From an optimization exercise on the open Yosys and OpenROAD flow, aimed at small area, a short achievable clock period and few clock cycles; shortcuts taken in it are not production practice.
At most, simulation tests tie the RTL to the original design; equivalence was not proved.
Power and IR drop assume default switching activity.

Design red_reduce, start of the top module:
module red_reduce (
    input  wire        clk,
    input  wire        rst,         
    input  wire        in_valid,
    output reg         in_ready,
    input  wire        in_first,    
    input  wire        in_last,     
    input  wire [7:0]  op,
    input  wire [23:0] p0,
    input  wire [23:0] p1,
    input  wire [23:0] a,
    input  wire        a_ok,
    input  wire [23:0] b,
    input  wire        b_ok,
    output reg         out_valid,
    output wire [23:0] r0,
    output wire [23:0] r1,
    output reg         r_ok,
    output reg         nsat,
    output reg         asat
);
Settings: LEC_CHECK=0, CAP_MARGIN=20, CORE_MARGIN=2, CORE_UTILIZATION=40, SLEW_MARGIN=20; clock period 14.0 ns.
run.sh (not shown) runs the stock make flow with config.mk's settings and CLKGATE_MAP_FILE= SYNTH_SCRIPT=/design/flow/synth_recipe.tcl, a recipe that flattens the netlist after the stock synthesis.
Then changed:
--- a/flow/design.v
+++ b/flow/design.v
@@ -332,16 +332,13 @@
                     r_ok <= 1'b1;
                     if (inc[24] || inc[23]) begin
                         W    <= {24'd0, 24'h7FFFFF};
                         nsat <= 1'b1;
                     end else begin
                         W    <= {24'd0, inc[23:0]};
                     end
                 end
                 default: ;
             endcase
         end
     end
-    always @(posedge clk)
-        if (!rst && v2 && f2 && full && !cap)
-            $display("ERROR: accumulator overwritten before finishing took it");
 endmodule
Result: Utilization decreases by 0.26 points. Worst setup slack gets worse by 530 ps. Via count decreases by 0.92%. Combinational power falls by about 0.7%. First-iteration DRC count drops by 4.7%. Area after synthesis is about the same. Total power drops by 1.7%. Clock skew hardly moves. Final cell count hardly moves. Routed wire length drops by 2.8%. Worst hold slack stays flat. Critical path depth climbs by 1.
Testbench counts after the change, summed over its fixed seeds: cycles 42,194.
Only the layout flow was run in the first run of this note; the RTL was not checked for function there.

* * *

red_reduce, a different RTL version from the one above (not shown whole).
Size: ~4,600 cells after synthesis, about 500 flip-flops, about 41,000 µm² of cells after synthesis.
==> flow/config.mk <==
export PLATFORM = sky130hd
export DESIGN_NAME = red_reduce
export DESIGN_NICKNAME = red_reduce
export VERILOG_FILES = /design/flow/design.v
export SDC_FILE = /design/flow/constraint.sdc
export NUM_CORES = 4
export LEC_CHECK = 0
export CAP_MARGIN = 20
export CORE_MARGIN = 2
export CORE_UTILIZATION = 40
export SLEW_MARGIN = 20
==> flow/constraint.sdc <==
create_clock -name core_clock -period 14.0 [get_ports {clk}]
set_input_delay 2.8000 -clock core_clock [delete_from_list [all_inputs] [get_ports {clk}]]
set_output_delay 2.8000 -clock core_clock [all_outputs]
set_load 0.01 [all_outputs]
standard.sh (not shown) runs the stock make flow with config.mk's settings and CLKGATE_MAP_FILE= SYNTH_SCRIPT=/design/flow/synth_recipe.tcl, a recipe that flattens the netlist after the stock synthesis.
==> flow/flow/run.sh <==
#!/bin/bash
# Standard layout, with repair_timing aiming for extra setup slack so that the
# achieved period shrinks, and port buffers of an ordinary buffer cell; the
# constraints (SDC, clock period) are the design's.
set -euo pipefail
bash standard.sh "BUFFER_PORTS_ARGS=-buffer_cell sky130_fd_sc_hd__buf_2" SETUP_SLACK_MARGIN=10 finish > orfs_make.log 2>&1
Rerun with:
--- a/flow/design.v
+++ b/flow/design.v
@@ -9,15 +9,15 @@
     input  wire [23:0] p0,
     input  wire [23:0] p1,
     input  wire [23:0] a,
     input  wire        a_ok,
     input  wire [23:0] b,
     input  wire        b_ok,
     output reg         out_valid,
-    output reg  [23:0] r0,
+    output wire [23:0] r0,
     output wire [23:0] r1,
     output reg         r_ok,
     output reg         nsat,
     output reg         asat
 );
     localparam [2:0] K_SUM   = 3'd0;
     localparam [2:0] K_MEAN  = 3'd1;
@@ -691,25 +691,16 @@
     reg  [25:0] X;                
     reg  [23:0] Y;                
     reg  [4:0]  fi;               
     reg         sq_en;            
     reg         neg;              
     reg  [6:0]  frem;             
     reg  [1:0]  pend;             
-    reg         o_valid, o_ok, o_nsat, o_asat;
-    reg  [9:0]  r1_q;
-    assign r1 = {14'd0, r1_q};
-    always @(posedge clk) begin
-        out_valid <= o_valid && !rst;
-        r0        <= W[23:0];
-        r1_q      <= W[33:24];
-        r_ok      <= o_ok;
-        nsat      <= o_nsat;
-        asat      <= o_asat;
-    end
+    assign r0 = W[23:0];
+    assign r1 = {14'd0, W[33:24]};
     wire cap = full && (frem <= 7'd1);
     wire        minv_met = cnt >= ((mva == 11'd0) ? 11'd1 : mva);
     wire        acc_ovf  = !((&acc[57:47]) || !(|acc[57:47]));
     wire [47:0] acc_sat  = acc_ovf ? (acc[57] ? 48'h8000_0000_0000 : 48'h7FFF_FFFF_FFFF) : acc[47:0];
     wire [33:0] acc_abs  = acc[33:0] ^ {34{acc[57]}};
     wire [4:0]  nshift   = {2'd0, sha[4:2]} + {3'd0, sha[1:0]};    
     reg  [6:0]  F_cyc;
@@ -770,22 +761,22 @@
     end
     always @(posedge clk) begin
         if (rst) begin
             full      <= 1'b0;
             pend      <= 2'd0;
             frem      <= 7'd0;
             ph        <= P_OUT;
-            o_valid <= 1'b0;
+            out_valid <= 1'b0;
             in_ready  <= 1'b1;
         end else begin
             pend      <= pend_n;
             frem      <= frem_n;
             in_ready  <= !((pend_n >= 2'd2) || (pend_n == 2'd1 && frem_n > 7'd3) ||
                            (take && in_first && in_last));
-            o_valid <= (frem_n == 7'd1);
+            out_valid <= (frem_n == 7'd1);
             if (v2 && l2)
                 full <= 1'b1;
             else if (cap)
                 full <= 1'b0;
             if (cap)
                 ph <= (ka == K_COUNT || !minv_met) ? P_OUT :
                       (ka == K_SUM || ka == K_DOT) ? ((sha == 5'd0) ? P_NRW : P_SHR) :
@@ -801,30 +792,30 @@
                 endcase
         end
     end
     always @(posedge clk) begin
         if (cap) begin
             fk    <= ka;
             sq_en <= 1'b0;
-            o_ok  <= 1'b0;
-            o_nsat  <= 1'b0;
-            o_asat  <= 1'b0;
+            r_ok  <= 1'b0;
+            nsat  <= 1'b0;
+            asat  <= 1'b0;
             W     <= 48'd0;
             if (ka == K_COUNT) begin
                 W    <= {37'd0, cnt};
-                o_ok <= 1'b1;
+                r_ok <= 1'b1;
             end else if (minv_met) begin
                 case (ka)
                     K_MIN, K_MAX: begin
                         W    <= {14'd0, acc[33:0]};
-                        o_ok <= 1'b1;
+                        r_ok <= 1'b1;
                     end
                     K_SUM, K_DOT: begin
                         W    <= acc_sat;
-                        o_asat <= acc_ovf;
+                        asat <= acc_ovf;
                         X    <= {19'd0, 2'b00, sha};
                     end
                     K_MEAN: begin
                         neg  <= acc[57];
                         W    <= {acc_abs[23:0], 24'd0};
                         R    <= acc_abs[33:24];
                         C    <= cnt;
@@ -846,16 +837,16 @@
         end else begin
             case (ph)
                 P_SHR: begin
                     W <= shr_w;
                     X <= {19'd0, shr_s, shr_g, shr_c};
                 end
                 P_NRW: begin
-                    o_ok <= 1'b1;
-                    o_nsat <= n_hi || n_lo;
+                    r_ok <= 1'b1;
+                    nsat <= n_hi || n_lo;
                     W    <= {24'd0, n_hi ? 24'h7FFFFF : n_lo ? 24'h800000 : inc[23:0]};
                 end
                 P_DIV: begin
                     W     <= dv_w;
                     R     <= dv_r;
                     fi    <= fi - 5'd1;
                     sq_en <= 1'b1;
@@ -866,23 +857,23 @@
                 end
                 P_SQL: begin
                     X     <= sq_r;
                     Y     <= sq_y;
                     sq_en <= div_up;
                 end
                 P_RND: begin
-                    o_ok <= 1'b1;
+                    r_ok <= 1'b1;
                     W    <= {24'd0, inc[23:0]};
                 end
                 P_RUP: neg <= rt_up;
                 P_ROOT: begin
-                    o_ok <= 1'b1;
+                    r_ok <= 1'b1;
                     if (inc[24] || inc[23]) begin
                         W    <= {24'd0, 24'h7FFFFF};
-                        o_nsat <= 1'b1;
+                        nsat <= 1'b1;
                     end else begin
                         W    <= {24'd0, inc[23:0]};
                     end
                 end
                 default: ;
             endcase
         end
After rerunning: Design area fell by 2.0%; wire length rose by 2.9%; non-clock buffer count rose by 28; worst hold slack hardly moves; synthesized cell count rose by 1.5%; maximum frequency hardly moves; count of clock-buffer cells in the layout rose by 1; clock power is about the same.
Testbench counts after the change, summed over its fixed seeds: cycles 42,289.
For the first run of this note, only the layout was checked, not whether the RTL still works.

==> re-timing with driven ports <==
The results above use ideal ports. As a check the final layouts listed here were re-extracted and re-timed, cells and wires unchanged. Step 1, drivers: a clkbuf_16 drives clk and a buf_2 each remaining input, both assumed. Step 2 times the ports against the registers' clock, not the clock port: input delays grow and output delays shrink by t, the midpoint of the rising clock arrivals with the driver on. Three values: ideal, step 1, step 2; two values: the first two.
run	t, ns	slack for setup (ns)	latest minus earliest clock arrival (ns)
the first run of note 1	0.732	7.999 / 7.999 / 7.999	0.068 / 0.067
the second run of note 1	0.729	7.468 / 7.468 / 7.468	0.072 / 0.072
the first run of note 2	0.720	9.805 / 9.805 / 9.441	0.053 / 0.053
the second run of note 2	0.699	9.817 / 9.750 / 9.475	0.033 / 0.032
After both steps setup and hold are still met in every run listed. For the first run of note 2, which loses most, drivers alone change the setup slack by 0.000 ns; drivers and shift together by -0.364 ns.
